This is an optimization exercise on Yosys and OpenROAD, whose aim is small area and a short achievable clock period, not a production implementation. The RTL was checked by simulation tests, not by an equivalence proof against the original design. The clock port is modelled as an ideal driver; clocking choices that lean on that would not hold on a real chip. Power figures rest on the tool's default switching activity, not on a simulated workload.

<file path="flow/config.mk">
export PLATFORM = sky130hd
export DESIGN_NAME = mce_core
export DESIGN_NICKNAME = mce_core
export VERILOG_FILES = /design/flow/design.v
export SDC_FILE = /design/flow/constraint.sdc
export NUM_CORES = 8
export LEC_CHECK = 0
export CAP_MARGIN = 30
export CORE_MARGIN = 2
export CORE_UTILIZATION = 40
export SLEW_MARGIN = 30
export SYNTH_HIERARCHICAL = 1
export TNS_END_PERCENT = 0
</file>
<file path="flow/constraint.sdc">
create_clock -name core_clock -period 15.0 [get_ports {clk}]
set_input_delay 3.0000 -clock core_clock [delete_from_list [all_inputs] [get_ports {clk}]]
set_output_delay 3.0000 -clock core_clock [all_outputs]
set_load 0.01 [all_outputs]
</file>
<file path="flow/design.v">
module mce_core (
    input  wire         clk,
    input  wire         rst,             
    input  wire         arm,             
    input  wire         stop,            
    input  wire         issue_en,        
    input  wire [13:0]  start_addr,
    input  wire [39:0]  start_va,
    input  wire [14:0]  cslen,
    input  wire [79:0]  cdm,             
    input  wire [255:0] lreg,            
    input  wire [15:1]  cmap_latch,      
    input  wire         hflag,
    input  wire         lclr,
    input  wire [15:1]  cond_in,
    input  wire         fail_any_in,
    input  wire         fail_all_in,
    output wire [13:0]  cs_addr,
    input  wire [159:0] cs_word,
    output wire [11:0]  vtt_idx,
    input  wire [39:0]  vtt_data,
    output wire         issue_valid,
    output wire [39:0]  issue_va,
    output wire [5:0]   issue_tset,
    output wire [3:0]   issue_lset,
    output wire [2:0]   issue_thr,
    output wire         issue_gate,
    output wire         issue_trig,
    output wire         issue_mark,
    output wire [7:0]   issue_evt,
    output wire [3:0]   issue_pmu,
    output wire [3:0]   issue_dacq,
    output wire         busy,
    output wire         waiting,
    output wire [13:0]  upc,
    output wire [39:0]  va,
    output wire [3:0]   lsp,
    output wire [4:0]   rsp,
    output wire [3:0]   flags,
    output wire [17:0]  latches,         
    output wire [3:0]   stopcause,
    output wire [13:0]  faddr,
    output wire         evt_stopflt,
    output wire         evt_cs_parity,
    output wire         evt_wait_to,
    output wire [31:0]  csparerr,
    output wire [31:0]  waitto,
    input  wire [2:0]   cnt_sel,
    output wire [31:0]  cnt_q
);
    reg         busy_q;
    reg  [13:0] upc_q;
    reg  [39:0] va_q;
    reg  [15:0] wcnt_q;                  
    reg  [31:0] cnt_r [0:7];
    reg  [3:0]  flags_q;
    reg         gate_q;
    reg  [17:1] latch_q;
    reg  [2:0]  stopcause_q;
    reg  [13:0] faddr_q;
    reg         evt_stopflt_q, evt_cs_parity_q, evt_wait_to_q;
    reg  [31:0] csparerr_q, waitto_q;
    reg  [3:0]  lsp_q;
    reg  [8:0]  lsp_oh_q;
    reg  [7:0]  t_oh_q;
    reg  [13:0] ls_start [0:7];
    reg  [2:0]  ls_ctr   [0:7];
    reg  [39:0] ls_va    [0:7];
    reg         ls_rst   [0:7];
    reg  [4:0]  rsp_q;
    reg  [16:0] rsp_oh_q;
    reg  [13:0] rs_addr [0:15];
    reg  [39:0] rs_va   [0:15];
    wire [159:0] w = cs_word;
    wire [13:0] f_nxt   = w[13:0];
    wire [2:0]  f_bmode = w[16:14];
    wire [4:0]  f_wsel  = w[37:33];
    wire        f_wpol  = w[38];
    wire [15:0] f_wto   = w[54:39];
    wire [3:0]  f_lop   = w[58:55];
    wire [2:0]  f_lsel  = w[61:59];
    wire [4:0]  f_vop   = w[66:62];
    wire [3:0]  f_cap   = w[84:81];
    wire [3:0]  f_flg   = w[100:97];
    wire [17:0] f_imm   = w[121:104];
    wire [255:0] cnt_flat = {cnt_r[7], cnt_r[6], cnt_r[5], cnt_r[4],
                             cnt_r[3], cnt_r[2], cnt_r[1], cnt_r[0]};
    wire        range_bad = cslen[14] ? 1'b0 :
                            (cslen == 15'd0) ? (upc_q != 14'd0) : (upc_q >= cslen[13:0]);
    wire        attempt  = busy_q & issue_en;
    wire        par_bad, issuing;
    mce_parity u_parity (.w(w), .en(attempt & ~range_bad), .bad(par_bad), .ok(issuing));
    wire        first    = ~|wcnt_q;
    wire [17:1] latch_set  = {fail_all_in, fail_any_in, cond_in & cmap_latch};
    wire [17:1] latch_view = latch_q | latch_set;
    wire [31:0] cond;
    assign cond[0]     = 1'b0;
    assign cond[15:1]  = (cmap_latch & latch_view[15:1]) | (~cmap_latch & cond_in);
    assign cond[16]    = 1'b1;
    assign cond[17]    = latch_view[16];
    assign cond[18]    = latch_view[17];
    assign cond[19]    = hflag;
    genvar g;
    generate
        for (g = 0; g < 8; g = g + 1) begin : g_cnz
            assign cond[20 + g] = |cnt_r[g];
        end
    endgenerate
    assign cond[31:28] = flags_q;
    wire [17:1] is_latch = {2'b11, cmap_latch};
    function [17:1] latch_of;
        input [4:0] code;
        input [17:1] il;
        reg [31:0] oh;
        begin
            oh = 32'd1 << code;
            latch_of = {oh[18:17], oh[15:1]} & il;
        end
    endfunction
    wire        has_wait  = |f_wsel;
    wire        wait_seen = cond[f_wsel] ^ f_wpol;
    wire        timed_out = has_wait & ~wait_seen & (|f_wto) & (wcnt_q == f_wto);
    wire        final_iss = ~has_wait | wait_seen | timed_out;
    assign vtt_idx = f_imm[11:0];
    wire [39:0] word_va, va_after;
    wire [31:0] cnt_lsel;                    
    wire [7:0]  lsel_oh;                     
    mce_va_add u_va_add (
        .va_q(va_q), .vtt_data(vtt_data), .imm(f_imm), .lsel(f_lsel), .cnt(cnt_flat),
        .vop(f_vop[2:0]), .cnt_l(cnt_lsel), .lsel_oh(lsel_oh), .word_va(word_va), .va_after(va_after));
    wire        lsp_empty = lsp_oh_q[0];
    wire        lsp_full  = lsp_oh_q[8];
    wire        rsp_empty = rsp_oh_q[0];
    wire        rsp_full  = rsp_oh_q[16];
    wire [15:0] rtop_oh = rsp_oh_q[16:1];
    wire [7:0]  ltop_oh = lsp_oh_q[8:1];
    wire [7:0]  lsec_oh = {1'b0, lsp_oh_q[8:2]};     
    wire [7:0]  sel_oh;
    reg  [13:0] rs_addr_top, ls_start_top;
    reg  [39:0] rs_va_top, ls_va_top;
    reg  [2:0]  t_sec;
    reg         ls_rst_top;
    integer r;
    always @(*) begin
        rs_addr_top = 14'd0;
        rs_va_top   = 40'd0;
        for (r = 0; r < 16; r = r + 1) begin
            rs_addr_top = rs_addr_top | ({14{rtop_oh[r]}} & rs_addr[r]);
            rs_va_top   = rs_va_top   | ({40{rtop_oh[r]}} & rs_va[r]);
        end
        ls_start_top = 14'd0;
        ls_va_top    = 40'd0;
        t_sec        = 3'd0;
        ls_rst_top   = 1'b0;
        for (r = 0; r < 8; r = r + 1) begin
            ls_start_top = ls_start_top | ({14{ltop_oh[r]}} & ls_start[r]);
            ls_va_top    = ls_va_top    | ({40{ltop_oh[r]}} & ls_va[r]);
            t_sec        = t_sec        | ({3{lsec_oh[r]}}  & ls_ctr[r]);
            ls_rst_top   = ls_rst_top   | (ltop_oh[r] & ls_rst[r]);
        end
    end
    wire [7:0]  t_sec_oh;
    mce_dec3 u_tsec_dec (.sel(t_sec), .en(1'b1), .oh(t_sec_oh));
    mce_dec3 u_sel_dec (.sel(cnt_sel), .en(1'b1), .oh(sel_oh));
    reg  [31:0] lreg_lsel, cnt_top;
    always @(*) begin
        lreg_lsel = 32'd0;
        cnt_top   = 32'd0;
        for (r = 0; r < 8; r = r + 1) begin
            lreg_lsel = lreg_lsel | ({32{lsel_oh[r]}} & lreg[32*r +: 32]);
            cnt_top   = cnt_top   | ({32{t_oh_q[r]}}  & cnt_r[r]);
        end
    end
    wire [31:0] cnt_out;
    mce_cmux u_cnt_out (.oh(sel_oh), .cnt(cnt_flat), .q(cnt_out));
    wire        bm_multi = (f_bmode >= 3'd1) & (f_bmode <= 3'd4);
    wire        bm_ret   = (f_bmode == 3'd5);
    wire        bm_call  = (f_bmode == 3'd6);
    wire        bm_loop  = (f_bmode == 3'd7);
    wire        lop_wr, lop_begin, lop_brk, same, tc_one, tc_zero;
    wire [31:0] val_a, val_b;
    wire        cn_op_imm  = (f_lop == 4'd1) | (f_lop == 4'd2) | (f_lop == 4'd5);
    wire        cn_op_lreg = (f_lop == 4'd3) | (f_lop == 4'd4) | (f_lop == 4'd6);
    wire        cn_op_dec  = (f_lop == 4'd7);
    wire        cn_op_inc  = (f_lop == 4'd8);
    assign lop_begin = (f_lop >= 4'd1) & (f_lop <= 4'd4);
    assign lop_brk   = (f_lop == 4'd9);
    assign lop_wr    = cn_op_imm | cn_op_lreg | cn_op_dec | cn_op_inc;
    wire [31:0] cn_c_l    = cnt_lsel;
    wire [31:0] cn_lreg_l = lreg_lsel;
    wire [31:0] cn_c_t    = cnt_top;
    wire        cn_cl_z   = (cn_c_l == 32'd0);
    wire        cn_cl_1   = (cn_c_l == 32'd1);
    wire        cn_cl_2   = (cn_c_l == 32'd2);
    wire        cn_cl_m   = &cn_c_l;
    wire [31:0] cn_src    = cn_op_imm ? {14'd0, f_imm} : cn_op_lreg ? cn_lreg_l : cn_c_l;
    wire [31:0] cn_s_m1   = cn_src - 32'd1;
    wire [31:0] cn_s_m2   = {cn_src[31:1] - 31'd1, cn_src[0]};
    wire [31:0] cn_s_p1   = cn_src + 32'd1;
    wire [31:0] cn_lop_val = cn_op_dec ? (cn_cl_z ? cn_src : cn_s_m1) :
                             cn_op_inc ? (cn_cl_m ? cn_src : cn_s_p1) : cn_src;
    wire [31:0] cn_lop_m1  = cn_op_dec ? cn_s_m2 :
                             cn_op_inc ? (cn_cl_m ? cn_s_m1 : cn_src) : cn_s_m1;
    wire        cn_lv_one  = cn_op_imm  ? (f_imm == 18'd1) :
                             cn_op_lreg ? (cn_lreg_l == 32'd1) :
                             cn_op_dec  ? cn_cl_2 :
                             cn_op_inc  & cn_cl_z;
    wire        cn_lv_zero = cn_op_imm  ? (f_imm == 18'd0) :
                             cn_op_lreg ? (cn_lreg_l == 32'd0) :
                             cn_op_dec  & (cn_cl_z | cn_cl_1);
    assign same    = lop_wr & |(lsel_oh & t_oh_q);
    assign tc_one  = same ? cn_lv_one  : (cn_c_t == 32'd1);
    assign tc_zero = same ? cn_lv_zero : (cn_c_t == 32'd0);
    assign val_a   = (same & bm_loop & ~cn_lv_one & ~cn_lv_zero) ? cn_lop_m1 : cn_lop_val;
    assign val_b   = cn_c_t - 32'd1;
    wire        lfault = (lop_begin & lsp_full) | (lop_brk & lsp_empty) | (bm_loop & lsp_empty);
    wire        rfault = (bm_ret & rsp_empty) | (bm_call & rsp_full);
    wire        stack_fault = lfault | rfault;
    wire        ls_push  = lop_begin;
    wire        ls_pop   = lop_brk | (bm_loop & tc_one);
    wire        loop_dec = bm_loop & ~tc_one & ~tc_zero;
    wire        loop_back = bm_loop & ~tc_one;
    wire [4:0]  code0 = cdm[5*w[20:17] +: 5];
    wire [4:0]  code1 = cdm[5*w[24:21] +: 5];
    wire [4:0]  code2 = cdm[5*w[28:25] +: 5];
    wire [4:0]  code3 = cdm[5*w[32:29] +: 5];
    wire [3:0]  bbit;
    assign bbit[0] = bm_multi & cond[code0];
    assign bbit[1] = bm_multi & (f_bmode >= 3'd2) & cond[code1];
    assign bbit[2] = bm_multi & (f_bmode >= 3'd3) & cond[code2];
    assign bbit[3] = bm_multi & (f_bmode == 3'd4) & cond[code3];
    wire [13:0] next_pc = bm_ret    ? rs_addr_top :
                          loop_back ? ls_start_top :
                                      {f_nxt[13:4], f_nxt[3:0] | bbit};
    wire        va_from_rs = bm_ret & (f_vop[2:0] == 3'd4);
    wire        va_from_ls = loop_back & ls_rst_top;
    wire [39:0] va_saved   = va_from_rs ? rs_va_top : ls_va_top;
    wire [17:1] consume = (bbit[0] ? latch_of(code0, is_latch) : 17'd0) |
                          (bbit[1] ? latch_of(code1, is_latch) : 17'd0) |
                          (bbit[2] ? latch_of(code2, is_latch) : 17'd0) |
                          (bbit[3] ? latch_of(code3, is_latch) : 17'd0) |
                          ((has_wait & wait_seen) ? latch_of(f_wsel, is_latch) : 17'd0);
    wire arm_idle    = arm & ~busy_q;
    wire normal_end  = issuing & final_iss & ~timed_out & ~stop;
    wire to_end      = issuing & timed_out & ~stop;
    wire commit      = normal_end & ~stack_fault;
    wire end_flag    = (f_flg == 4'd13);
    wire [1:0] flg_idx = f_flg[1:0] - 2'd1;
    always @(posedge clk) begin
        if (rst) begin
            latch_q <= 17'd0;
        end else begin
            latch_q <= (latch_q & ~(((lclr | arm_idle) ? 17'h1FFFF : 17'd0) |
                                    (commit ? consume : 17'd0))) | latch_set;
        end
    end
    integer n;
    always @(posedge clk) begin
        for (n = 0; n < 8; n = n + 1) begin
            if (rst | arm_idle)
                cnt_r[n] <= 32'd0;
            else if (commit & lop_wr & (f_lsel == n))
                cnt_r[n] <= val_a;
            else if (commit & loop_dec & ~same & t_oh_q[n])
                cnt_r[n] <= val_b;
        end
    end
    always @(posedge clk) begin
        for (n = 0; n < 8; n = n + 1) begin
            if (lsp_oh_q[n]) begin
                ls_start[n] <= f_nxt;
                ls_ctr[n]   <= f_lsel;
                ls_va[n]    <= va_after;
                ls_rst[n]   <= f_lop[0];
            end
        end
        for (n = 0; n < 16; n = n + 1) begin
            if (rsp_oh_q[n]) begin
                rs_addr[n] <= upc_q + 14'd1;
                rs_va[n]   <= va_after;
            end
        end
    end
    always @(posedge clk) begin
        if (rst) begin
            busy_q <= 1'b0;
            upc_q <= 14'd0;
            va_q <= 40'd0;
            wcnt_q <= 16'd0;
            flags_q <= 4'd0;
            gate_q <= 1'b0;
            stopcause_q <= 3'd0;
            faddr_q <= 14'd0;
            evt_stopflt_q <= 1'b0;
            evt_cs_parity_q <= 1'b0;
            evt_wait_to_q <= 1'b0;
            csparerr_q <= 32'd0;
            waitto_q <= 32'd0;
            lsp_q <= 4'd0;
            rsp_q <= 5'd0;
            lsp_oh_q <= 9'd1;
            rsp_oh_q <= 17'd1;
            t_oh_q <= 8'd0;
        end else if (!busy_q) begin
            if (arm) begin
                busy_q <= 1'b1;
                upc_q <= start_addr;
                va_q <= start_va;
                wcnt_q <= 16'd0;
                flags_q <= 4'd0;
                gate_q <= 1'b0;
                stopcause_q <= 3'd0;
                faddr_q <= 14'd0;
                evt_stopflt_q <= 1'b0;
                evt_cs_parity_q <= 1'b0;
                evt_wait_to_q <= 1'b0;
                lsp_q <= 4'd0;
                rsp_q <= 5'd0;
                lsp_oh_q <= 9'd1;
                rsp_oh_q <= 17'd1;
                t_oh_q <= 8'd0;
            end
        end else begin
            if (attempt && !range_bad && par_bad)
                csparerr_q <= csparerr_q + 32'd1;
            if (issuing) begin
                va_q <= (commit & (va_from_rs | va_from_ls)) ? va_saved : va_after;
                if (f_cap == 4'd1) gate_q <= 1'b1;
                if (f_cap == 4'd2) gate_q <= 1'b0;
                if (~&wcnt_q) wcnt_q <= wcnt_q + 16'd1;
                if (first) begin
                    if (f_flg >= 4'd1 && f_flg <= 4'd4)   flags_q[flg_idx] <= 1'b1;
                    if (f_flg >= 4'd5 && f_flg <= 4'd8)   flags_q[flg_idx] <= 1'b0;
                    if (f_flg >= 4'd9 && f_flg <= 4'd12)  flags_q[flg_idx] <= ~flags_q[flg_idx];
                end
            end
            if (stop) begin
                busy_q <= 1'b0;
                stopcause_q <= 3'd2;
                faddr_q <= upc_q;
            end else if (attempt && range_bad) begin
                busy_q <= 1'b0;
                stopcause_q <= 3'd7;
                faddr_q <= upc_q;
                evt_stopflt_q <= 1'b1;
            end else if (attempt && par_bad) begin
                busy_q <= 1'b0;
                stopcause_q <= 3'd4;
                faddr_q <= upc_q;
                evt_stopflt_q <= 1'b1;
                evt_cs_parity_q <= 1'b1;
            end else if (to_end) begin
                wcnt_q <= 16'd0;
                upc_q <= {f_nxt[13:1], 1'b1};
                waitto_q <= waitto_q + 32'd1;
                evt_wait_to_q <= 1'b1;
                if (end_flag) begin
                    busy_q <= 1'b0;
                    stopcause_q <= 3'd1;
                    faddr_q <= upc_q;
                end
            end else if (normal_end) begin
                wcnt_q <= 16'd0;
                if (stack_fault) begin
                    busy_q <= 1'b0;
                    stopcause_q <= lfault ? 3'd5 : 3'd6;
                    faddr_q <= upc_q;
                    evt_stopflt_q <= 1'b1;
                end else begin
                    upc_q <= next_pc;
                    if (ls_pop) begin
                        lsp_q <= lsp_q - 4'd1;
                        lsp_oh_q <= {1'b0, lsp_oh_q[8:1]};
                        t_oh_q <= t_sec_oh;
                    end else if (ls_push) begin
                        lsp_q <= lsp_q + 4'd1;
                        lsp_oh_q <= {lsp_oh_q[7:0], 1'b0};
                        t_oh_q <= lsel_oh;
                    end
                    if (bm_ret) begin
                        rsp_q <= rsp_q - 5'd1;
                        rsp_oh_q <= {1'b0, rsp_oh_q[16:1]};
                    end else if (bm_call) begin
                        rsp_q <= rsp_q + 5'd1;
                        rsp_oh_q <= {rsp_oh_q[15:0], 1'b0};
                    end
                    if (end_flag) begin
                        busy_q <= 1'b0;
                        stopcause_q <= 3'd1;
                        faddr_q <= upc_q;
                    end
                end
            end
        end
    end
    assign cs_addr     = upc_q;
    assign issue_valid = issuing;
    assign issue_va    = word_va;
    assign issue_tset  = w[72:67];
    assign issue_lset  = w[76:73];
    assign issue_thr   = w[103:101];
    assign issue_gate  = (f_cap == 4'd1) | (f_cap == 4'd3) | ((f_cap != 4'd2) & gate_q);
    assign issue_trig  = first & (f_cap == 4'd4);
    assign issue_mark  = first & (f_cap == 4'd5);
    assign issue_evt   = first ? w[92:85] : 8'd0;
    assign issue_pmu   = first ? w[80:77] : 4'd0;
    assign issue_dacq  = first ? w[96:93] : 4'd0;
    assign busy          = busy_q;
    assign waiting       = busy_q & ~first;
    assign upc           = upc_q;
    assign va            = va_q;
    assign lsp           = lsp_q;
    assign rsp           = rsp_q;
    assign flags         = flags_q;
    assign latches       = {latch_q, 1'b0};
    assign stopcause     = {1'b0, stopcause_q};
    assign faddr         = faddr_q;
    assign evt_stopflt   = evt_stopflt_q;
    assign evt_cs_parity = evt_cs_parity_q;
    assign evt_wait_to   = evt_wait_to_q;
    assign csparerr      = csparerr_q;
    assign waitto        = waitto_q;
    assign cnt_q         = cnt_out;
endmodule
module mce_parity (
    input  wire [159:0] w,
    input  wire         en,
    output wire         bad,
    output wire         ok              
);
    wire [7:0] slice_par;
    genvar g;
    generate
        for (g = 0; g < 8; g = g + 1) begin : g_par
            assign slice_par[g] = ^{w[19*g +: 19], w[152 + g]};
        end
    endgenerate
    assign bad = |slice_par;
    assign ok  = en & ~bad;
endmodule
module mce_va_add (
    input  wire [39:0]  va_q,
    input  wire [39:0]  vtt_data,
    input  wire [17:0]  imm,
    input  wire [2:0]   lsel,
    input  wire [255:0] cnt,
    input  wire [2:0]   vop,
    output wire [31:0]  cnt_l,
    output wire [7:0]   lsel_oh,
    output wire [39:0]  word_va,
    output wire [39:0]  va_after
);
    wire        is_idx  = vop[2] & vop[1];
    wire        is_rel  = vop[2] & vop[0];
    wire        sel_vtt = vop[1];
    wire        inc     = (vop == 3'd0) | (vop == 3'd2) | is_rel | is_idx;
    wire [7:0]  oh;
    mce_dec u_dec (.sel(lsel), .oh(oh));
    mce_cmux u_cmux (.oh(oh), .cnt(cnt), .q(cnt_l));
    assign lsel_oh = oh;
    wire [39:0] add_a   = sel_vtt ? vtt_data : va_q;
    wire [39:0] add_b   = ({40{is_idx}} & {8'd0, cnt_l}) | ({40{is_rel}} & {{22{imm[17]}}, imm});
    wire [39:0] pg_p [0:6];
    wire [39:0] pg_g [0:6];
    assign pg_p[0] = add_a ^ add_b;
    assign pg_g[0] = add_a & add_b;
    genvar g, b;
    generate
        for (g = 0; g < 6; g = g + 1) begin : g_ks
            for (b = 0; b < 40; b = b + 1) begin : g_bit
                if (b >= (1 << g)) begin : g_op
                    assign pg_g[g + 1][b] = pg_g[g][b] | (pg_p[g][b] & pg_g[g][b - (1 << g)]);
                    assign pg_p[g + 1][b] = pg_p[g][b] & pg_p[g][b - (1 << g)];
                end else begin : g_pass
                    assign pg_g[g + 1][b] = pg_g[g][b];
                    assign pg_p[g + 1][b] = pg_p[g][b];
                end
            end
        end
    endgenerate
    wire [39:0] cy0 = {pg_g[6][38:0], 1'b0};
    wire [39:0] cy1 = {pg_g[6][38:0] | pg_p[6][38:0], 1'b1};
    assign word_va  = pg_p[0] ^ cy0;
    assign va_after = pg_p[0] ^ (inc ? cy1 : cy0);
endmodule
module mce_dec (
    input  wire [2:0]   sel,
    output wire [7:0]   oh
);
    genvar i;
    generate
        for (i = 0; i < 8; i = i + 1) begin : g_oh
            assign oh[i] = (sel == i);
        end
    endgenerate
endmodule
module mce_cmux (
    input  wire [7:0]   oh,
    input  wire [255:0] cnt,
    output reg  [31:0]  q
);
    integer i;
    always @(*) begin
        q = 32'd0;
        for (i = 0; i < 8; i = i + 1)
            q = q | ({32{oh[i]}} & cnt[32*i +: 32]);
    end
endmodule
module mce_dec3 (
    input  wire [2:0]   sel,
    input  wire         en,
    output wire [7:0]   oh
);
    genvar i;
    generate
        for (i = 0; i < 8; i = i + 1) begin : g_oh
            assign oh[i] = en & (sel == i);
        end
    endgenerate
endmodule
</file>
<file path="flow/flow/run.sh">
#!/bin/bash
# Standard layout (the standard.sh) with these changes to how it is made:
#  - synthesis: the standard flow's script, but the top module mce_core, whose logic is
#    not timing-critical, is mapped by ABC for area (synth_own.tcl); the
#    critical submodules keep ORFS's speed mapping;
#  - port buffers use the smallest buffer cell;
#  - timing repair aims for more setup slack than the clock period needs;
#  - clock tree: larger sink clusters, no dummy loads.
# Each tool's full output stays in its own log under orfs/logs/; make's output
# goes to flow_make.log in this folder.
set -euo pipefail
export OWN_FLOW_DIR="$PWD/flow"
export OWN_AREA_MODULES="mce_core"
bash standard.sh \
  "SYNTH_SCRIPT=$PWD/flow/synth_own.tcl" \
  "BUFFER_PORTS_ARGS=-buffer_cell sky130_fd_sc_hd__buf_1" \
  SETUP_SLACK_MARGIN=8 \
  "CTS_ARGS=-sink_clustering_enable -repair_clock_nets -dont_use_dummy_load -sink_clustering_size 24 -sink_clustering_max_diameter 100" \
  finish > flow_make.log 2>&1
</file>
<file path="flow/flow/abc_area.script">
&get -n
&st
&dch
&nf -R 1000
&st
&syn2
&dch
&nf -R 1000
&put
</file>
<file path="flow/flow/synth_own.tcl">
# The standard flow's synthesis script (synth_recipe.tcl) with one change: the modules named
# in OWN_AREA_MODULES are mapped by ABC with an area-oriented script
# (abc_area.script beside this file) instead of ORFS's speed script. Flop
# mapping, names and everything else are those of the standard synthesis.
set own_dir $::env(OWN_FLOW_DIR)
set fh [open $::env(SCRIPTS_DIR)/synth.tcl]
set orfs_synth [read $fh]
close $fh
set call "  log_cmd abc {*}\$abc_args\n"
if {[string first $call $orfs_synth] < 0} { error "synth_own.tcl: ORFS synth.tcl has no abc call to patch" }
set patch {
  set own_area_args [lreplace $abc_args 1 1 [file join $::env(OWN_FLOW_DIR) abc_area.script]]
  set own_amods {}
  set own_smods {}
  foreach m [split [string trim [tee -q -s result.string select -list-mod *]] "\n"] {
    if {[lsearch -exact $::env(OWN_AREA_MODULES) $m] >= 0} { lappend own_amods $m } else { lappend own_smods $m }
  }
  if {[llength $own_amods]} { log_cmd abc {*}$own_area_args {*}$own_amods }
  if {[llength $own_smods]} { log_cmd abc {*}$abc_args {*}$own_smods }
}
set patched [string map [list $call $patch] $orfs_synth]
set fh [open $::env(RESULTS_DIR)/synth_own_orfs.tcl w]
puts -nonewline $fh $patched
close $fh
set fh [open [file join $own_dir .. synth_recipe.tcl]]
set synth_recipe [read $fh]
close $fh
set src {source $::env(SCRIPTS_DIR)/synth.tcl}
if {[string first $src $synth_recipe] < 0} { error "synth_own.tcl: synth_recipe.tcl does not source ORFS synth.tcl" }
set synth_recipe [string map [list $src "source $::env(RESULTS_DIR)/synth_own_orfs.tcl"] $synth_recipe]
eval $synth_recipe
</file>
<file path="flow/standard.sh">
#!/bin/bash
# synth_recipe.tcl (not shown) runs the flow's synth.tcl, then flattens the netlist and writes it again
# the make line also repeats each setting of config.mk as NAME=value (left out here)
make -C /OpenROAD-flow-scripts/flow DESIGN_CONFIG=/design/flow/config.mk WORK_HOME=/design/flow/orfs CLKGATE_MAP_FILE= SYNTH_SCRIPT=/design/flow/synth_recipe.tcl "${@:-finish}"
</file>
==> results.txt, run 1 <==
outcome timing/DRC/antenna clean; crit path max fanout 8; final hold viol count 0; CTS clk-pin slew, worst paths 0.10 ns; commonest cells after routing, fill and taps aside 1325 x edfxtp_1, 930 x buf_1, 651 x nor2_1; fin crit share 0.6428; CP required 12.00 ns; global route total overflow 0; DP HPWL 281000 µm; Setup-failing EPs final 0; switching part of the total 0.2834; Routed Wire Length 424800 µm; sink of the worst hold path waitto_q[31]$_SDFFE_PP0P_; Slew Viols, Final 0; Die W 470.9 µm; CTS tree done; area taken by multi-input logic gates 38250 µm²; worst reg-to-reg setup slack 7.64 ns; TNS Setup 0 ns; Clk pwr share 0.268; number of synthesized flops with an enable pin 1325; warning count from the yosys run 16; DR iter-0 viols 14570; Comb power frac 0.168; Skew-Pair Late Insertion Delay 0.78 ns; worst min path class register to register; core area 217000 µm²; Mapped Area 87200 µm²; H-Tree Level Count 3; RSZ-0062 raised after global routing true; clock sinks 1801; FF+latch area 49420 µm²; worst hold slack 0.4707 ns; PortBufs 947; layout filler cell count 20230; Worst slew margin 0.2300; Finished Cell Area 101200 µm²; Critical R2R Launch upc_q[0]$_SDFFE_PP0P_; post-synthesis simple-gate area fraction 0.1269; crit end category output port; CTS Buffer Depth 3; Post-DRT Antenna Nets 0; Worst-Margin Slew 1.144 ns; hold_buf cts 0; dpl ws 4.063 ns; Inst Count DP 11680; Routed wire per std cell 35.57 µm; first-pass GRT wire length 589400 µm; Vias/cell 6.852; vias in the first global route 75270; power share of the sequential group 0.564; ys async rst share 0; synthesis-to-layout area growth 16.09%; multiplexer share of the synthesized area 0.02098; CP Class input port to output port; Mapped Cells 7745; Final Wtd Congestion 1.025; internal power 7.184 mW; minimum clock period after layout 9.642 ns; number of synthesized register bits 1801; routed vias 81820; Mean Syn Cell Area 11.26 µm²; Synth Area in Compound Gates 0.2233; IO Count 950; Lkg Pwr 33.27 nW; worst r2r path cells 24; min-delay src waitto_q[31]$_SDFFE_PP0P_; Layout Skew 0.08988 ns; maxcap violations 0; CP Launch Type input port; number of distinct library cells after synthesis 113; crit path DAT 6.64 ns; clock root cell clkbuf_16; Synth Area in XOR/XNOR 0.03683; switching power 2.842 mW; Achievable Freq 103.7 MHz; die area 221700 µm²; DRT Pass-1 Iters 11; Site Rows 171; total track usage 0.3677; Critical R2R Capture waitto_q[31]$_SDFFE_PP0P_; routing usage on met3 0.1053; drt drc 0; CTS buffer count 93; main combinational cell family by area after synthesis compound AO/OA/AOI/OAI gates; met2 Use GR 0.5517; most common cell after layout, fill and taps aside edfxtp_1; GR Util met1 0.4841; dominant synthesized flop cell edfxtp_1; busiest grt layer met2; Peak supply drop 0.0001181 V; Pwr Density 99.04 nW/µm²; Die Y 470.9 µm; Layout Cells excl Fill 11940; Final nets 9794; hold depth 1; Post-Synth Adder-Cell Area 0.01171; Initial Util 0.4019; initial antenna violation count 54; post-placement cell area 96030 µm²; largest net degree at the start of global routing 170; sequential-to-total area share from yosys stat 0.5656; layout cell share with drive strength beyond 1 0.09707; worst setup margin 5.358 ns
[worst max path at each step]
stage	from	endpoint	depth (start not counted)
finish	cs_word[60]	issue_va[22]	16
global placement	cs_word[61]	issue_va[37]	14
floorplan	cs_word[59]	issue_va[37]	14
global route	cs_word[60]	issue_va[39]	17
CTS	cs_word[60]	issue_va[36]	17
detailed placement	cs_word[60]	issue_va[37]	15
[cells by family (layout without fill, tap and decap cells)]
group	after synthesis	count (layout)
other cells	2	38
flops	1801	1801
buf+inv	232	1532
simple gates	2318	2323
fa+ha+maj	80	80
compound gates	2815	2815
xor+xnor	354	354
mux	143	143
[flip-flops by register name, indices dropped and copies added, names as in the netlist, 4 cells and up]
name / flops
cnt_r: 256
csparerr_q: 32
faddr_q: 14
flags_q: 4
latch_q: 17
ls_ctr: 21
ls_rst: 8
ls_start: 112
ls_va: 320
lsp_oh_q: 9
lsp_q: 4
rs_addr: 224
rs_va: 640
rsp_oh_q: 17
rsp_q: 5
t_oh_q: 8
upc_q: 14
va_q: 40
waitto_q: 32
wcnt_q: 16
[cell type report]
class | count | area share
Antenna cell | 20 | 0.0004944
Clock buffer | 93 | 0.02299
Inverter | 97 | 0.003597
Multi-Input combinational cell | 5733 | 0.3779
Sequential cell | 1801 | 0.4882
Tap cell | 2854 | 0.03528
Timing Repair Buffer | 1342 | 0.07160
[power groups by stage]
stage | clock (mW) | combinational, mW | sequential [mW]
finish | 2.69 | 1.68 | 5.65
CTS | 2.71 | 1.63 | 5.65
floorplan | 0 | 0.748 | 5.77
global placement | 0 | 1.53 | 5.76
global route | 2.86 | 1.76 | 5.66
detailed placement | 0 | 1.55 | 5.76
[critical path, stage by stage]
cell and delay, ns:
buf_6 0.14, buf_12 0.15, and3b_4 0.28, buf_12 0.20
a22oi_2 0.16, nand4_1 0.33, a22o_4 0.37, ha_4 0.29
buf_4 0.12, nand4_1 0.18, o221ai_4 0.26, nand3_2 0.17
nor2b_1 0.22, o21ai_0 0.20, xor2_1 0.32, buf_1 0.21
[per-layer routing]
metal | wire (µm) | vias to the layer above
met3 | 51980 | 1261
met2 | 182000 | 6036
li1 | - | 34090
met5 | 155 | -
met1 | 162400 | 40400
met4 | 28180 | 24
[cells in the mapped netlist, types with 11 or more instances]
master,number,area (µm²)
or2_0,22,137.6
nor4_1,100,625.6
nor3_1,222,1111
buf_6,22,247.7
a22o_1,96,840.8
a211oi_1,90,675.7
xor2_1,90,788.3
xnor2_1,256,2242
nand3_1,202,1011
a32oi_1,23,201.4
o21bai_1,20,150.1
ha_1,76,950.9
edfxtp_1,1325,39790
nor2_1,662,2485
dfxtp_1,476,9529
a221oi_1,175,1533
buf_2,49,245.2
o211ai_1,24,180.2
a22oi_1,491,3686
clkinv_1,91,341.6
o21a_1,14,105.1
clkbuf_1,11,41.29
a31o_1,11,96.34
and3_1,77,481.7
and2_0,28,175.2
and4_1,17,148.9
or3_1,27,168.9
nand2_1,600,2252
o31ai_1,14,105.1
o22ai_1,44,275.3
mux2i_1,68,680.7
a222oi_1,364,3643
a221o_1,13,130.1
a31oi_1,69,431.7
o21ai_0,632,3163
mux2_2,39,439.2
a21o_1,57,427.9
nor2b_1,31,193.9
nand2b_1,55,344.1
mux4_2,27,608.1
buf_4,47,352.8
a21oi_1,576,2883
nand4_1,210,1314
[modules after synthesis (local to each module, per instance)]
module,cell area (µm²),flip-flops and latches
mce_cmux,1343,0
mce_core,78580,1801
mce_dec,65.06,0
mce_dec3,96.34,0
mce_parity,1408,0
mce_va_add,4264,0
[per-stage QoR]
| step | util | total power [mW] |
|---|---|---|
| detailed placement | 0.4426 | 7.312 |
| finish | 0.4666 | 10.03 |
| global placement | 0.4421 | 7.289 |
| CTS | 0.4646 | 9.993 |
| floorplan | - | 6.519 |
| global route | 0.4665 | 10.29 |
[repair_timing]
item,CTS,global route
cloned,17,1
gates resized for setup,250,41
buffers inserted,120,10
setup endpoints to repair,1220,558
pin swaps,69,24
==> run 2: changes to the inputs <==
--- a/flow/design.v
+++ b/flow/design.v
@@ -125,7 +125,5 @@
     wire [39:0] word_va, va_after;
-    wire [31:0] cnt_lsel;                    
-    wire [7:0]  lsel_oh;                     
     mce_va_add u_va_add (
         .va_q(va_q), .vtt_data(vtt_data), .imm(f_imm), .lsel(f_lsel), .cnt(cnt_flat),
-        .vop(f_vop[2:0]), .cnt_l(cnt_lsel), .lsel_oh(lsel_oh), .word_va(word_va), .va_after(va_after));
+        .vop(f_vop[2:0]), .word_va(word_va), .va_after(va_after));
     wire        lsp_empty = lsp_oh_q[0];
@@ -161,2 +159,4 @@
     end
+    wire [7:0]  lsel_oh;
+    mce_dec3 u_lsel_dec (.sel(f_lsel), .en(1'b1), .oh(lsel_oh));
     wire [7:0]  t_sec_oh;
@@ -164,5 +164,6 @@
     mce_dec3 u_sel_dec (.sel(cnt_sel), .en(1'b1), .oh(sel_oh));
-    reg  [31:0] lreg_lsel, cnt_top;
+    reg  [31:0] lreg_lsel, cnt_lsel, cnt_top;
     always @(*) begin
         lreg_lsel = 32'd0;
+        cnt_lsel  = 32'd0;
         cnt_top   = 32'd0;
@@ -170,2 +171,3 @@
             lreg_lsel = lreg_lsel | ({32{lsel_oh[r]}} & lreg[32*r +: 32]);
+            cnt_lsel  = cnt_lsel  | ({32{lsel_oh[r]}} & cnt_r[r]);
             cnt_top   = cnt_top   | ({32{t_oh_q[r]}}  & cnt_r[r]);
@@ -447,4 +449,2 @@
     input  wire [2:0]   vop,
-    output wire [31:0]  cnt_l,
-    output wire [7:0]   lsel_oh,
     output wire [39:0]  word_va,
@@ -458,4 +458,4 @@
     mce_dec u_dec (.sel(lsel), .oh(oh));
+    wire [31:0] cnt_l;
     mce_cmux u_cmux (.oh(oh), .cnt(cnt), .q(cnt_l));
-    assign lsel_oh = oh;
     wire [39:0] add_a   = sel_vtt ? vtt_data : va_q;
--- a/flow/flow/run.sh
+++ b/flow/flow/run.sh
@@ -17,2 +17,4 @@
   SETUP_SLACK_MARGIN=8 \
+  "POST_CTS_TCL=$PWD/flow/post_cts.tcl" \
+  "POST_GLOBAL_ROUTE_TCL=$PWD/flow/post_grt.tcl" \
   "CTS_ARGS=-sink_clustering_enable -repair_clock_nets -dont_use_dummy_load -sink_clustering_size 24 -sink_clustering_max_diameter 100" \
==> flow/flow/post_cts.tcl (new file) <==
# Extra timing-repair passes after CTS: ORFS's one repair_timing call stops
# short of what repeating it (with legalization in between) reaches.
for {set own_i 0} {$own_i < 2} {incr own_i} {
  estimate_parasitics -placement
  repair_timing_helper
  detailed_placement
}
==> flow/flow/post_grt.tcl (new file) <==
# Extra timing-repair passes after global routing, as after CTS; then the
# routing guides are written again for the changed nets.
for {set own_i 0} {$own_i < 2} {incr own_i} {
  estimate_parasitics -global_routing
  repair_timing_helper
  global_route -start_incremental
  detailed_placement
  global_route -end_incremental
}
estimate_parasitics -global_routing
write_guides $::env(RESULTS_DIR)/route.guide
==> run 2 against run 1 <==
Still clean. Worst setup slack gained 0.14 ns. Global-route usage shrank 0.11 points. Power shrank 0.21%. Core utilization shrank 0.42 points. Non-clock buffer count shrank 79. Sequential power is essentially flat. Combinational power shrank 4%. Critical endpoint is now issue_va[36].
==> results.txt, run 2 <==
outcome timing/DRC/antenna clean; Critical R2R Launch cnt_r[5][24]$_SDFFE_PP0P_; Mapped Cells 7641 (-1.3%); CTS tree done; vias in the first global route 76010 (+0.99%); Overall Power 10.01 mW (-0.21%); Routed wire per std cell 36.33 µm (+2.1%); TNS Setup 0 ns (unchanged); CP required 12.00 ns (about the same); Slew Viols, Final 0 (unchanged); PortBufs 947 (unchanged); core area 219100 µm² (+0.98%); total track usage 0.3666 (-0.001094); first-pass GRT wire length 591800 µm (+0.41%); Site Rows 172 (+0.58%); Mapped Area 87860 µm² (+0.76%); IO Count 950 (unchanged); worst reg-to-reg setup slack 7.94 ns (+0.30 ns); min-delay src evt_stopflt_q$_SDFFE_PP0P_; ys async rst share 0 (unchanged); Critical R2R Capture cnt_r[7][8]$_SDFFE_PP0P_; worst r2r path cells 19 (-21%); met3 WL 53150 µm (+2.2%); sink of the worst hold path evt_stopflt_q$_SDFFE_PP0P_; Largest regs rs_va x640, ls_va x320, cnt_r x256; cell type with the largest total area after synthesis edfxtp_1; post-placement cell area 96810 µm² (+0.81%); most frequent cells after synthesis 1325 x edfxtp_1, 668 x a22oi_1, 664 x nor2_1; DP HPWL 284500 µm (+1.3%); worst min path class register to register; CP Class input port to output port; CP bufs+invs 5 (unchanged); hold depth 2 (+1); DR iter-0 viols 15040 (+3.3%); Finished Cell Area 101300 µm² (about the same); Largest Register rs_va; Mean Syn Cell Area 11.50 µm² (+2.1%); most common cell after layout, fill and taps aside edfxtp_1; largest net degree at the start of global routing 99 (-42%); Final nets 9625 (-1.7%); CP top delay family simple AND/OR/NAND/NOR gates; Lkg Pwr 32.20 nW (-3.2%); Skew-Pair Late Insertion Delay 0.82 ns (+0.04 ns); layout filler cell count 20440 (+1.1%); max reg flops 640 (unchanged); Setup-failing EPs final 0 (unchanged); routed vias 82570 (+0.92%); CTS clk-pin slew, worst paths 0.09 ns (about the same); metal2 WL 179600 µm (-1.3%); crit path max fanout 8 (unchanged); Worst path depth 17 (+1); minimum clock period after layout 9.502 ns (-0.1402 ns); fin crit share 0.6335 (-0.009344); DRT met1 WL 169100 µm (+4.1%); top layer in use met5; Achievable Freq 105.2 MHz (+1.5%); Critical Path, Cell by Cell buf_8 > buf_12 > nor3b_4 > buf_12 > buf_16 > a22oi_1 > nand4_1 > a22o_2 > ha_4 > nand4_1 > nor4_4 > nor3b_4 > o21ai_2 > a21oi_2 > a21o_1 > xor2_2 > buf_2; Worst slew margin 0.2688 (+0.03883); Post-DRT Antenna Nets 0 (unchanged); crit path DAT 6.50 ns (-0.14 ns); Vias/cell 6.998 (+2.1%); Initial Util 0.4010 (-0.0008799); slowest cell delay on critical path 0.37 ns (about the same); final hold viol count 0 (unchanged); maxcap violations 0 (unchanged); warning count from the yosys run 16 (unchanged); layout cell share with drive strength beyond 1 0.09385 (-0.003214); sequential-to-total area share from yosys stat 0.5613 (-0.004269); commonest cells after routing, fill and taps aside 1325 x edfxtp_1, 919 x buf_1, 657 x a22oi_1; most frequent cell after synthesis edfxtp_1; synthesis-to-layout area growth 15.31%; crit end category output port; global route total overflow 0 (unchanged); Die W 472.7 µm (+0.38%); Layout Skew 0.1243 ns (+0.03444 ns); ranking of synthesized cells by area edfxtp_1 45%, dfxtp_1 11%, a22oi_1 5.7%; number of distinct library cells after synthesis 111 (-1.8%); die area 223400 µm² (+0.75%); Die Y 472.7 µm (+0.38%); Worst path slowest cell nor4_4; top cell type's share of synthesized area 0.4529 (-0.003444); Worst-Margin Slew 1.097 ns (-0.04770 ns); number of synthesized register bits 1801 (unchanged); Peak supply drop 0.00009644 V (-18%); number of synthesized flops with an enable pin 1325 (unchanged); dominant synthesized flop cell edfxtp_1; Routed Wire Length 428600 µm (+0.92%); initial antenna violation count 38 (-30%); Final Wtd Congestion 1.075 (+4.9%); CP Launch Type input port; Pwr Density 98.76 nW/µm² (-0.29%); clock sinks 1801 (unchanged); drt drc 0 (unchanged); DRT Pass-1 Iters 14 (+3)
run 2: cell types whose count changed in the layout (fill, tap and decap cells not counted), moves of 18 or more:
cell / delta
o21ai_0: -321
a21oi_1: -223
a22oi_1: +177
o22ai_1: +103
a222oi_1: +66
buf_4: -50
nand4_1: +43
o221ai_1: +30
a211oi_1: +28
and2_0: +25
nor3_1: -23
nand2_1: +18
run 2: kinds of logic (layout without fill, tap and decap cells):
group           after synthesis  count (layout)  synth area share
other cells                   2              56        0.00008548
fa+ha+maj                    80              80           0.01162
simple gates               2394            2401            0.1326
buf+inv                     226            1451           0.01424
mux                         130             130           0.01867
xor+xnor                    361             361           0.03725
flops                      1801            1801            0.5613
compound gates             2647            2647            0.2242
run 2: power breakdown:
| part | switching (mW) | internal, mW |
|---|---|---|
| registers | 0.0677 | 5.57 |
| clock network | 1.60 | 1.15 |
| logic | 1.13 | 0.485 |
run 2: worst min-delay path, stage by stage (launching register included):
cell,delay [ns]
dfxtp_1,0.32
nand2_1,0.06
o31ai_1,0.06
run 2: how the worst max path moves through the flow:
stage | to | from | slack (ns)
after floorplan | cnt_r[5][10]$_SDFFE_PP0P_ | cs_word[61] | 6.31
after global placement | issue_va[36] | cs_word[61] | 4.33
after detailed placement | issue_va[36] | cs_word[61] | 4.25
final | issue_va[36] | cs_word[60] | 5.50
run 2: cell type report:
type	instances	area, µm²	area share
timing repair buffer	1263	6341	0.06259
tap	2871	3592	0.03546
inverter	91	349.1	0.003446
multi-input combinational	5645	39100	0.3860
sequential	1801	49420	0.4878
antenna	30	75.07	0.0007410
clock buffer	97	2427	0.02396
run 2: metal layers:
metal / track usage / vias up
met5: 0 / -
met4: 0.1914 / 18
met3: 0.1077 / 1217
met2: 0.5293 / 6187
met1: 0.4966 / 41000
li1: - / 34140
run 2: through the flow:
stage | worst slack (ns) | instances | hold WS (ns) | util
6_report | 5.498 | 11800 | 0.4809 | 0.4624
3_5_place_dp | 4.251 | 11600 | 0.4629 | 0.4419
3_3_place_gp | 4.330 | 11600 | 0.4427 | 0.4410
2_1_floorplan | 6.311 | 7665 | 0.4760 | -
run 2: modules after synthesis (local to each module, per instance):
module | flops+latches | times used
mce_parity | 0 | 1
mce_dec3 | 0 | 3
mce_dec | 0 | 1
mce_cmux | 0 | 2
mce_va_add | 0 | 1
mce_core | 1801 | 1
==> run 3: changes to the inputs <==
--- a/flow/flow/run.sh
+++ b/flow/flow/run.sh
@@ -6,3 +6,5 @@
 #  - port buffers use the smallest buffer cell;
-#  - timing repair aims for more setup slack than the clock period needs;
+#  - timing repair aims for more setup slack than the clock period needs,
+#    and runs twice more after CTS and after global routing (post_cts.tcl,
+#    post_grt.tcl), since one call stops short of what it can reach;
 #  - clock tree: larger sink clusters, no dummy loads.
==> flow/flow/abc_area.script (replaced) <==
&get -n
&st
&dch -f
&nf -R 1000 -p -C 32 -F 10
&st
&syn2
&dch -f
&nf -R 1000 -p -C 32 -F 10
&st
&dch -f
&nf -R 1000 -p -C 32 -F 10
&put
==> run 3 against run 2 <==
Clock power down 2%. Synthesized cell count down 6.8%. Power down 0.68%. Still clean. Fmax shrank 0.79%. Cell area decreased by 2.0%. Synthesized area fell by 1.5%. Routed wire length shrank 0.95%. First-iteration DRC count up 8.0%. Largest cell class unchanged. Global-route usage grew 0.32 points.
==> results.txt, run 3 <==
outcome timing/DRC/antenna clean; commonest cells after routing, fill and taps aside 1325 x edfxtp_1, 923 x buf_1, 709 x a22oi_1; Vias/cell 7.160 (+2.3%); crit path DAT 6.58 ns (+0.08 ns); ys async rst share 0 (unchanged); Initial Util 0.4028 (+0.001805); most common cell after layout, fill and taps aside edfxtp_1; Largest Register rs_va; layout cell share with drive strength beyond 1 0.09897 (+0.005118); PortBufs 947 (unchanged); Layout Cells excl Fill 11230 (-4.8%); first-pass GRT wire length 582900 µm (-1.5%); cell type with the largest total area after synthesis edfxtp_1; hold depth 2 (unchanged); Final nets 9074 (-5.7%); Routed wire per std cell 37.82 µm (+4.1%); fin crit share 0.6385 (+0.005076); Achievable Freq 104.4 MHz (-0.79%); synthesis-to-layout area growth 14.75%; crit end category output port; most frequent cells after synthesis 1325 x edfxtp_1, 718 x a22oi_1, 685 x nor2_1; number of synthesized register bits 1801 (unchanged); min-delay src evt_stopflt_q$_SDFFE_PP0P_; core area 214800 µm² (-1.9%); minimum clock period after layout 9.578 ns (+0.07614 ns); Mapped Area 86540 µm² (-1.5%); vias in the first global route 73510 (-3.3%); dominant synthesized flop cell edfxtp_1; ranking of synthesized cells by area edfxtp_1 46%, dfxtp_1 11%, a222oi_1 7.4%; Inst Count DP 11050 (-4.7%); largest net degree at the start of global routing 87 (-12%); Lkg Pwr 30.91 nW (-4.0%); Pwr Density 100.1 nW/µm² (+1.3%); Final Wtd Congestion 1.067 (-0.76%); worst r2r path cells 21 (+2); global route total overflow 0 (unchanged); Die W 469.1 µm (-0.75%); Setup-failing EPs final 0 (unchanged); CTS clk-pin slew, worst paths 0.10 ns (about the same); IO Count 950 (unchanged); Peak supply drop 0.00009144 V (-5.2%); Finished Cell Area 99310 µm² (-2.0%); top cell type's share of synthesized area 0.4598 (+0.006888); Site Rows 170 (-1.2%); number of synthesized flops with an enable pin 1325 (unchanged); DRT Pass-1 Iters 14 (unchanged); Mapped Cells 7125 (-6.8%); Critical R2R Launch cnt_r[3][15]$_SDFFE_PP0P_; number of distinct library cells after synthesis 110 (-0.90%); crit path max fanout 36 (+28); Largest regs rs_va x640, ls_va x320, cnt_r x256; CTS tree done; warning count from the yosys run 16 (unchanged); final hold viol count 0 (unchanged); Skew-Pair Late Insertion Delay 0.81 ns (about the same); post-placement cell area 95390 µm² (-1.5%); Slew Viols, Final 0 (unchanged); Post-DRT Antenna Nets 0 (unchanged); total track usage 0.3698 (+0.003201); drt drc 0 (unchanged); clock sinks 1801 (unchanged); Routed Wire Length 424600 µm (-0.95%); Worst-Margin Slew 1.229 ns (+0.1322 ns); die area 220100 µm² (-1.5%); layout filler cell count 19900 (-2.6%); DP HPWL 288900 µm (+1.6%); CP Class input port to output port; routed vias 80390 (-2.6%); Mean Syn Cell Area 12.15 µm² (+5.6%); Layout Skew 0.1341 ns (+0.009733 ns); TNS Setup 0 ns (unchanged); Die Y 469.1 µm (-0.75%); CP Launch Type input port; sequential-to-total area share from yosys stat 0.5699 (+0.008537); DR iter-0 viols 16250 (+8.0%); Worst slew margin 0.1807 (-0.08810); worst hold slack 0.4722 ns (-0.008615 ns); worst min path class register to register; max reg flops 640 (unchanged); most frequent cell after synthesis edfxtp_1; Overall Power 9.937 mW (-0.68%); initial antenna violation count 65 (+71%); CP Launch Point cs_word[60]; CP required 12.00 ns (about the same); maxcap violations 0 (unchanged)
==> run 3: cell count changes after synthesis, moves of 50 or more <==
cell / previous run / this run
nand2_1: 604 / 360
a222oi_1: 430 / 636
a221oi_1: 169 / 25
o21ai_0: 306 / 198
a22o_1: 91 / 27
mux4_2: 22 / 81
o22ai_1: 148 / 90
a211oi_1: 121 / 64
nor3_1: 196 / 144
a22oi_1: 668 / 718
==> run 3: final timing paths <==
path	to	slack [ns]
setup / recovery	issue_va[36]	5.42
hold / removal	evt_stopflt_q$_SDFFE_PP0P_	0.47
setup reg to reg	cnt_r[2][22]$_SDFFE_PP0P_	7.66
hold reg to reg	evt_stopflt_q$_SDFFE_PP0P_	0.47
==> run 3: metal layers <==
metal	up-vias	GRT usage	wire length, µm
met4	24	0.1988	27860
met2	6442	0.5370	179000
li1	32620	-	-
met5	-	0.004545	270
met1	40100	0.4937	160500
met3	1199	0.1123	56890
==> run 3: cell families after synthesis <==
| family | after synthesis | share of synthesized area |
|---|---|---|
| compound gates | 2429 | 0.2160 |
| xor+xnor | 320 | 0.03367 |
| fa+ha+maj | 79 | 0.01168 |
| other cells | 2 | 0.00008678 |
| mux | 180 | 0.03328 |
| flops | 1801 | 0.5699 |
| buf+inv | 229 | 0.01459 |
| simple gates | 2085 | 0.1209 |
==> run 3: per-module statistics from Yosys, one instance, submodules excluded <==
module      times used  flops+latches  cells
mce_parity           1              0    148
mce_core             1           1801   5980
mce_va_add           1              0    597
mce_cmux             2              0    184
mce_dec              1              0      8
mce_dec3             3              0      8
==> run 3: cell type report <==
| cell class | count | area, µm² | share of cell area |
|---|---|---|---|
| Sequential cell | 1801 | 49420 | 0.4976 |
| Multi-Input combinational cell | 5126 | 37570 | 0.3783 |
| Timing Repair Buffer | 1231 | 5957 | 0.05999 |
| Tap cell | 2838 | 3551 | 0.03576 |
| Clock buffer | 94 | 2352 | 0.02369 |
| Inverter | 94 | 354.1 | 0.003566 |
| Antenna cell | 43 | 107.6 | 0.001084 |
==> run 3: stage by stage <==
stage          setup WS [ns]  utilization
2_1_floorplan          6.287            -
3_3_place_gp           4.492       0.4432
3_5_place_dp           4.436       0.4440
6_report               5.422       0.4623
==> run 3: report_power, final <==
part	switching (mW)	leakage (nW)	internal, mW
Combinational	1.12	13.7	0.470
Sequential	0.0718	16.1	5.58
Clock	1.59	1.16	1.11
==> run 3: critical path, cell delays in order <==
cell       delay, ns
clkbuf_16       0.19
nor3b_2         0.20
buf_12          0.17
a22oi_2         0.18
nand4_1         0.27
a22o_1          0.35
ha_4            0.20
fa_2            0.40
a21o_1          0.21
a21oi_4         0.20
buf_6           0.14
nor3b_2         0.05
o21ai_1         0.13
a21oi_1         0.10
a21o_1          0.23
xor2_2          0.29
buf_2           0.20
==> run 4: changes to the inputs <==
--- a/flow/flow/abc_area.script
+++ b/flow/flow/abc_area.script
@@ -2,2 +2,6 @@
 &st
+&dch -f
+&nf -R 1000 -p -C 32 -F 10
+&st
+&syn2
 &dch -f
==> run 4 against run 3 <==
Still clean on timing, DRC and antenna. Register-to-register slack got worse by 0.09 ns. Critical path depth decreased by 3. Clock-buffer cell count decreased by 2. Worst hold slack got worse by 0.0099 ns. Combinational power decreased by 3%. Worst setup slack got worse by 0.20 ns. Cell area decreased by 0.84%. Clock power about the same. Final cell count decreased by 0.88%. Highest routed layer unchanged.
==> results.txt, run 4 <==
Setup-failing EPs final 0 (unchanged); DRT met1 WL 167000 µm (+4.1%); Routed Wire Length 423700 µm (-0.21%); slowest cell delay on critical path 0.43 ns (+0.03 ns); Layout Cells excl Fill 11130 (-0.88%); Die Y 468.1 µm (-0.23%); final hold viol count 0 (unchanged); DP HPWL 284900 µm (-1.4%); worst r2r path cells 24 (+14%); number of synthesized register bits 1801 (unchanged); ranking of synthesized cells by area edfxtp_1 46%, dfxtp_1 11%, a222oi_1 8.1%; Peak supply drop 0.00008750 V (-4.3%); outcome timing/DRC/antenna clean; cell type with the largest total area after synthesis edfxtp_1; minimum clock period after layout 9.781 ns (+0.2023 ns); clock sinks 1801 (unchanged); synthesis-to-layout area growth 14.31%; Slew Viols, Final 0 (unchanged); Worst path slowest cell and3b_2; Worst-Margin Slew 1.129 ns (-0.09967 ns); Mapped Area 86140 µm² (-0.46%); Lkg Pwr 30.86 nW (-0.17%); fin crit share 0.6520 (+0.01349); warning count from the yosys run 16 (unchanged); number of synthesized flops with an enable pin 1325 (unchanged); worst hold slack 0.4623 ns (-0.009949 ns); Worst slew margin 0.2472 (+0.06645); dominant synthesized flop cell edfxtp_1; CP required 12.00 ns (about the same); ys async rst share 0 (unchanged); number of distinct library cells after synthesis 107 (-2.7%); CTS tree done; met3 WL 56380 µm (-0.90%); Vias/cell 7.137 (-0.32%); Largest regs rs_va x640, ls_va x320, cnt_r x256; worst min path class register to register; Critical R2R Launch upc_q[0]$_SDFFE_PP0P_; vias in the first global route 72720 (-1.1%); largest net degree at the start of global routing 94 (+8.0%); min-delay src evt_stopflt_q$_SDFFE_PP0P_; top cell type's share of synthesized area 0.4619 (+0.002144); layout filler cell count 19890 (-0.050%); Mean Syn Cell Area 12.17 µm² (+0.21%); worst setup margin 5.219 ns (-0.2023 ns); maxcap violations 0 (unchanged); CP Launch Type input port; Mapped Cells 7077 (-0.67%); most common cell after layout, fill and taps aside edfxtp_1; Critical Path, Cell by Cell clkbuf_2 > buf_12 > and3b_2 > a22oi_1 > nand4_1 > a21o_1 > ha_4 > and4_4 > nand2_1 > a2111oi_4 > o21ai_1 > o211ai_4 > xor2_4 > buf_1; initial antenna violation count 49 (-25%); CTS clk-pin slew, worst paths 0.09 ns (about the same); Post-DRT Antenna Nets 0 (unchanged); Skew-Pair Late Insertion Delay 0.79 ns (-0.02 ns); commonest cells after routing, fill and taps aside 1325 x edfxtp_1, 931 x buf_1, 698 x a222oi_1; Largest Register rs_va; Site Rows 170 (unchanged); Achievable Freq 102.2 MHz (-2.1%); Die W 468.1 µm (-0.23%); most frequent cells after synthesis 1325 x edfxtp_1, 698 x a222oi_1, 660 x nor2_1; Initial Util 0.4018 (-0.001074); max reg flops 640 (unchanged); TNS Setup 0 ns (unchanged); core area 214400 µm² (-0.20%); crit path DAT 6.78 ns (+0.20 ns); drt drc 0 (unchanged); DRT Pass-1 Iters 17 (+3); worst reg-to-reg setup slack 7.57 ns (-0.09 ns); crit end category output port; Pwr Density 99.68 nW/µm² (-0.39%); metal2 WL 176100 µm (-1.6%); Overall Power 9.816 mW (-1.2%); PortBufs 947 (unchanged); top layer in use met5; CP Class input port to output port; routed vias 79420 (-1.2%); most frequent cell after synthesis edfxtp_1; total track usage 0.3699 (about the same); Layout Skew 0.1016 ns (-0.03248 ns); sequential-to-total area share from yosys stat 0.5725 (+0.002657); sink of the worst hold path evt_stopflt_q$_SDFFE_PP0P_; Critical R2R Capture cnt_r[2][31]$_SDFFE_PP0P_; crit path max fanout 37 (+2.8%); first-pass GRT wire length 580200 µm (-0.46%); layout cell share with drive strength beyond 1 0.09266 (-0.006310); hold depth 2 (unchanged); Inst Count DP 10980 (-0.65%); dpl ws 3.950 ns (-0.4857 ns); IO Count 950 (unchanged); Routed wire per std cell 38.07 µm (+0.68%); global route total overflow 0 (unchanged); DR iter-0 viols 16170 (-0.49%); Final nets 8984 (-0.99%); Final Wtd Congestion 1.032 (-3.3%); die area 219100 µm² (-0.46%)
-- run 4: cell types whose count changed in the layout (fill, tap and decap cells not counted), moves of 16 or more --
cell,delta
a22o_1,+25
a22oi_1,-110
nand2_1,+58
nand4_1,-21
and4_1,-16
buf_4,-39
nor2_1,-28
a222oi_1,+62
a211oi_1,+18
-- run 4: worst max-delay path by stage --
stage	start	to	slack, ns	cells after the start
after floorplan	cs_word[60]	issue_va[32]	6.44	14
after global placement	cs_word[61]	issue_va[27]	4.03	15
after detailed placement	cs_word[61]	issue_va[27]	3.95	15
final	cs_word[60]	issue_va[37]	5.22	14
-- run 4: worst max-delay path, delay by kind of cell --
family	cells	cell delay [ns]
XOR/XNOR	1	0.25
adder cells (fa/ha/maj)	1	0.38
AO/OA/AOI/OAI	5	1.33
AND/OR/NAND/NOR	4	1.25
buffers and inverters	3	0.52
-- run 4: cells by family (layout without fill, tap and decap cells) --
family	count (synthesis)	after routing	share of synthesized area
other	2	60	0.00008718
adder cells (fa/ha/maj)	79	79	0.01174
flip-flops	1801	1801	0.5725
multiplexers	172	172	0.03225
XOR/XNOR	310	310	0.03281
AND/OR/NAND/NOR	2068	2076	0.1186
buffers and inverters	237	1384	0.01500
AO/OA/AOI/OAI	2408	2408	0.2170
-- run 4: report_power, final --
group / total [mW] / switching [mW] / internal [mW]
registers: 5.60 / 0.0569 / 5.54
logic: 1.55 / 1.10 / 0.450
clock network: 2.67 / 1.58 / 1.09
-- run 4: modules after synthesis (local to each module, per instance) --
module      cells inside  copies in the design  flops+latches
mce_cmux             184                     2              0
mce_va_add           597                     1              0
mce_dec3               8                     3              0
mce_core            5932                     1           1801
mce_parity           148                     1              0
mce_dec                8                     1              0
-- run 4: routing by layer --
metal  GRT usage  vias up
met5     0.01142        -
met4      0.1712       28
met3      0.1124     1136
met2      0.5279     6219
met1      0.5118    39680
li1            -    32360
-- run 4: per-stage QoR --
stage	instance area [µm²]	util
2_1_floorplan	86370	-
3_3_place_gp	94700	0.4417
3_5_place_dp	94960	0.4429
6_report	98470	0.4593
-- run 4: cell type report --
cell class	count	area (µm²)	area share
diodes	34	85.08	0.0008640
clock buffers	92	2302	0.02338
inverters	102	385.4	0.003914
multi-input cells	5071	37140	0.3772
flip-flops and latches	1801	49420	0.5019
well taps	2838	3551	0.03606
repair buffers	1190	5587	0.05673
==> run 5: changes to the inputs <==
--- a/flow/flow/run.sh
+++ b/flow/flow/run.sh
@@ -6,5 +6,6 @@
 #  - port buffers use the smallest buffer cell;
-#  - timing repair aims for more setup slack than the clock period needs,
-#    and runs twice more after CTS and after global routing (post_cts.tcl,
-#    post_grt.tcl), since one call stops short of what it can reach;
+#  - timing repair aims for more setup slack than the clock period needs;
+#    it also runs once right after placement (post_resize.tcl) and twice
+#    more after CTS and after global routing (post_cts.tcl, post_grt.tcl),
+#    since one call stops short of what it can reach;
 #  - clock tree: larger sink clusters, no dummy loads.
@@ -15,2 +16,3 @@
 export OWN_AREA_MODULES="mce_core"
+export OWN_SETUP_MARGIN=8
 bash standard.sh \
@@ -18,3 +20,4 @@
   "BUFFER_PORTS_ARGS=-buffer_cell sky130_fd_sc_hd__buf_1" \
-  SETUP_SLACK_MARGIN=8 \
+  "SETUP_SLACK_MARGIN=$OWN_SETUP_MARGIN" \
+  "POST_RESIZE_TCL=$PWD/flow/post_resize.tcl" \
   "POST_CTS_TCL=$PWD/flow/post_cts.tcl" \
==> flow/flow/abc_area.script (replaced) <==
&get -n
&st
&dch
&nf -R 1000
&st
&syn2
&dch
&nf -R 1000
&put
==> flow/flow/post_resize.tcl (new file) <==
# Setup repair already after placement (ORFS's first repair_timing call comes
# only after CTS); detailed placement legalizes the result next. The place
# stage does not see SETUP_SLACK_MARGIN, so run.sh passes it as
# OWN_SETUP_MARGIN.
estimate_parasitics -placement
repair_timing -setup -setup_margin $::env(OWN_SETUP_MARGIN) -repair_tns 0 -verbose
==> run 5 against run 4 <==
Still clean on timing, DRC and antenna. Via count rose by 4.2%. Cell area rose by 3.5%. Power rose by 2.1%. Final cell count rose by 6.3%. Clock-buffer cell count grew 5. Critical path depth increased by 3. Routed wire length grew 1.7%. Combinational power increased by 6%. Worst setup slack improved by 0.25 ns. Largest cell class unchanged. Largest power group unchanged.
==> results.txt, run 5 <==
cell type with the largest total area after synthesis edfxtp_1; minimum clock period after layout 9.526 ns (-0.2546 ns); crit path DAT 6.53 ns (-0.25 ns); Critical R2R Launch cnt_r[5][0]$_SDFFE_PP0P_; clock sinks 1801 (unchanged); FF+latch area 49420 µm² (unchanged); Site Rows 172 (+1.2%); Initial Util 0.4010 (-0.0007311); Lkg Pwr 32.50 nW (+5.3%); CTS clk-pin slew, worst paths 0.09 ns (about the same); PortBufs 947 (unchanged); IO Count 950 (unchanged); post-synthesis simple-gate area fraction 0.1326 (+0.01400); global route total overflow 0 (unchanged); most frequent cells after synthesis 1325 x edfxtp_1, 668 x a22oi_1, 664 x nor2_1; Achievable Freq 105.0 MHz (+2.7%); Synth Area in Compound Gates 0.2242 (+0.007207); outcome timing/DRC/antenna clean; crit path max fanout 10 (-73%); TNS Setup 0 ns (unchanged); DR iter-0 viols 14530 (-10%); most common cell after layout, fill and taps aside edfxtp_1; Die W 472.7 µm (+0.98%); Routed wire per std cell 36.43 µm (-4.3%); Inst Count DP 11630 (+5.9%); crit end category output port; Worst-Margin Slew 1.166 ns (+0.03652 ns); Slew Viols, Final 0 (unchanged); Mean Syn Cell Area 11.50 µm² (-5.5%); Largest regs rs_va x640, ls_va x320, cnt_r x256; core area 219100 µm² (+2.2%); dominant synthesized flop cell edfxtp_1; CP required 12.00 ns (about the same); Layout Skew 0.1060 ns (+0.004437 ns); Synth Area in XOR/XNOR 0.03725 (+0.004442); worst min path class register to register; ys async rst share 0 (unchanged); DRT Pass-1 Iters 11 (-6); sink of the worst hold path evt_stopflt_q$_SDFFE_PP0P_; initial antenna violation count 39 (-20%); Overall Power 10.02 mW (+2.1%); Post-Synth Adder-Cell Area 0.01162 (-0.0001155); die area 223400 µm² (+2.0%); Critical Path, Cell by Cell buf_8 > buf_12 > buf_12 > nor3b_4 > buf_12 > clkbuf_16 > a22oi_1 > nand4_1 > a22o_1 > ha_4 > nand4_1 > o221ai_4 > nand3_2 > nor2b_4 > o21ai_1 > xor2_2 > clkbuf_2; first-pass GRT wire length 591800 µm (+2.0%); Mapped Area 87860 µm² (+2.0%); maxcap violations 0 (unchanged); Largest Register rs_va; Post-DRT Antenna Nets 0 (unchanged); hold depth 2 (unchanged); worst r2r path cells 19 (-21%); vias in the first global route 76240 (+4.8%); CTS tree done; min-delay src evt_stopflt_q$_SDFFE_PP0P_; sequential-to-total area share from yosys stat 0.5613 (-0.01119); Skew-Pair Late Insertion Delay 0.80 ns (about the same); main combinational cell family by area after synthesis compound AO/OA/AOI/OAI gates; layout cell share with drive strength beyond 1 0.1014 (+0.008773); most frequent cell after synthesis edfxtp_1; Worst slew margin 0.2220 (-0.02518); area taken by multi-input logic gates 39390 µm² (+6.0%); largest net degree at the start of global routing 99 (+5.3%); Final Wtd Congestion 1.075 (+4.2%); Worst path most repeated cell buf_12; Layout Cells excl Fill 11830 (+6.3%); CP Launch Type input port; Worst path slowest cell xor2_2; warning count from the yosys run 16 (unchanged); Mapped Cells 7641 (+8.0%); Vias/cell 6.996 (-2.0%); synthesis-to-layout area growth 16.04%; layout filler cell count 20370 (+2.4%); Routed Wire Length 430700 µm (+1.7%); Setup-failing EPs final 0 (unchanged); DP HPWL 287900 µm (+1.0%); Pwr Density 98.28 nW/µm² (-1.4%); number of synthesized register bits 1801 (unchanged); drt drc 0 (unchanged); number of synthesized flops with an enable pin 1325 (unchanged); routed vias 82730 (+4.2%); commonest cells after routing, fill and taps aside 1325 x edfxtp_1, 917 x buf_1, 646 x a22oi_1; CP Class input port to output port; Final nets 9660 (+7.5%); Peak supply drop 0.00009742 V (+11%); number of distinct library cells after synthesis 111 (+3.7%); fin crit share 0.6351 (-0.01697); total track usage 0.3664 (-0.003487); top cell type's share of synthesized area 0.4529 (-0.009031); final hold viol count 0 (unchanged); Die Y 472.7 µm (+0.98%); multiplexer share of the synthesized area 0.01867 (-0.01358); ranking of synthesized cells by area edfxtp_1 45%, dfxtp_1 11%, a22oi_1 5.7%; worst reg-to-reg setup slack 7.96 ns (+0.39 ns); max reg flops 640 (unchanged); Critical R2R Capture cnt_r[7][9]$_SDFFE_PP0P_; slowest cell delay on critical path 0.39 ns (-0.04 ns)
## run 5: cell types whose count changed after synthesis, moves of 38 or more
cell	delta
a211oi_1	+38
a221oi_1	+140
a222oi_1	-268
a22o_1	+48
a22oi_1	+68
mux4_2	-58
nand2_1	+187
nor2b_1	-38
nor3_1	+64
o21ai_0	+114
o22ai_1	+50
## run 5: power breakdown
group | total (mW) | internal (mW) | switching [mW]
clock | 2.73 | 1.15 | 1.58
sequential | 5.64 | 5.57 | 0.0680
combinational | 1.65 | 0.503 | 1.14
total | 10.0 | 7.22 | 2.79
## run 5: cells by family after synthesis
group                      Yosys count
muxes                              130
xor gates and xnor gates           361
adders and majority gates           80
other                                2
AOI/OAI and AO/OA                 2647
buffers and inverters              226
DFF                               1801
and+or+nand+nor                   2394
## run 5: how the worst max path moves through the flow
stage                            from                         to  cells after the start
after detailed placement  cs_word[60]  cnt_r[6][31]$_SDFFE_PP0P_                     21
final                     cs_word[60]               issue_va[22]                     17
after global placement    cs_word[61]               issue_va[36]                     14
after floorplan           cs_word[61]  cnt_r[5][10]$_SDFFE_PP0P_                     19
## run 5: metrics by stage
stage	util	instance area, µm²	setup slack, ns	hold slack, ns
finish	0.4654	102000	5.474	0.4917
floorplan	-	88030	6.311	0.4760
global placement	0.4410	96620	4.330	0.4427
detailed placement	0.4478	98110	5.497	0.4701
## run 5: metal layers
metal	share of wire	vias up	global-route usage
met4	0.066	36	0.1919
met1	0.39	41070	0.4964
li1	-	34200	-
met3	0.12	1288	0.1053
met5	0.00060	-	0.002163
met2	0.42	6139	0.5304
## run 5: modules after synthesis (local to each module, per instance)
module / copies in the design / flops+latches / cells
mce_cmux: 2 / 0 / 184
mce_core: 1 / 1801 / 6496
mce_dec: 1 / 0 / 8
mce_dec3: 3 / 0 / 8
mce_parity: 1 / 0 / 148
mce_va_add: 1 / 0 / 597
## run 5: area by class of cell
cell class	instances	area share
Antenna cell	22	0.0005400
Clock buffer	97	0.02381
Sequential cell	1801	0.4847
Timing Repair Buffer	1297	0.06593
Tap cell	2871	0.03523
Inverter	91	0.003424
Multi-Input combinational cell	5646	0.3863
## run 5: critical path, delay by kind of cell
kind | cells | cell delay [ns]
compound gates | 4 | 0.96
simple gates | 5 | 0.77
buf+inv | 6 | 1.01
xor+xnor | 1 | 0.39
fa+ha+maj | 1 | 0.38

Setup slack of run 5, layout unchanged: 5.474 ns with ideal ports, 5.414 ns with driving cells assumed (clock clkbuf_16, inputs buf_2), 4.694 ns with port delays also shifted by the 0.843 ns mid clock arrival.
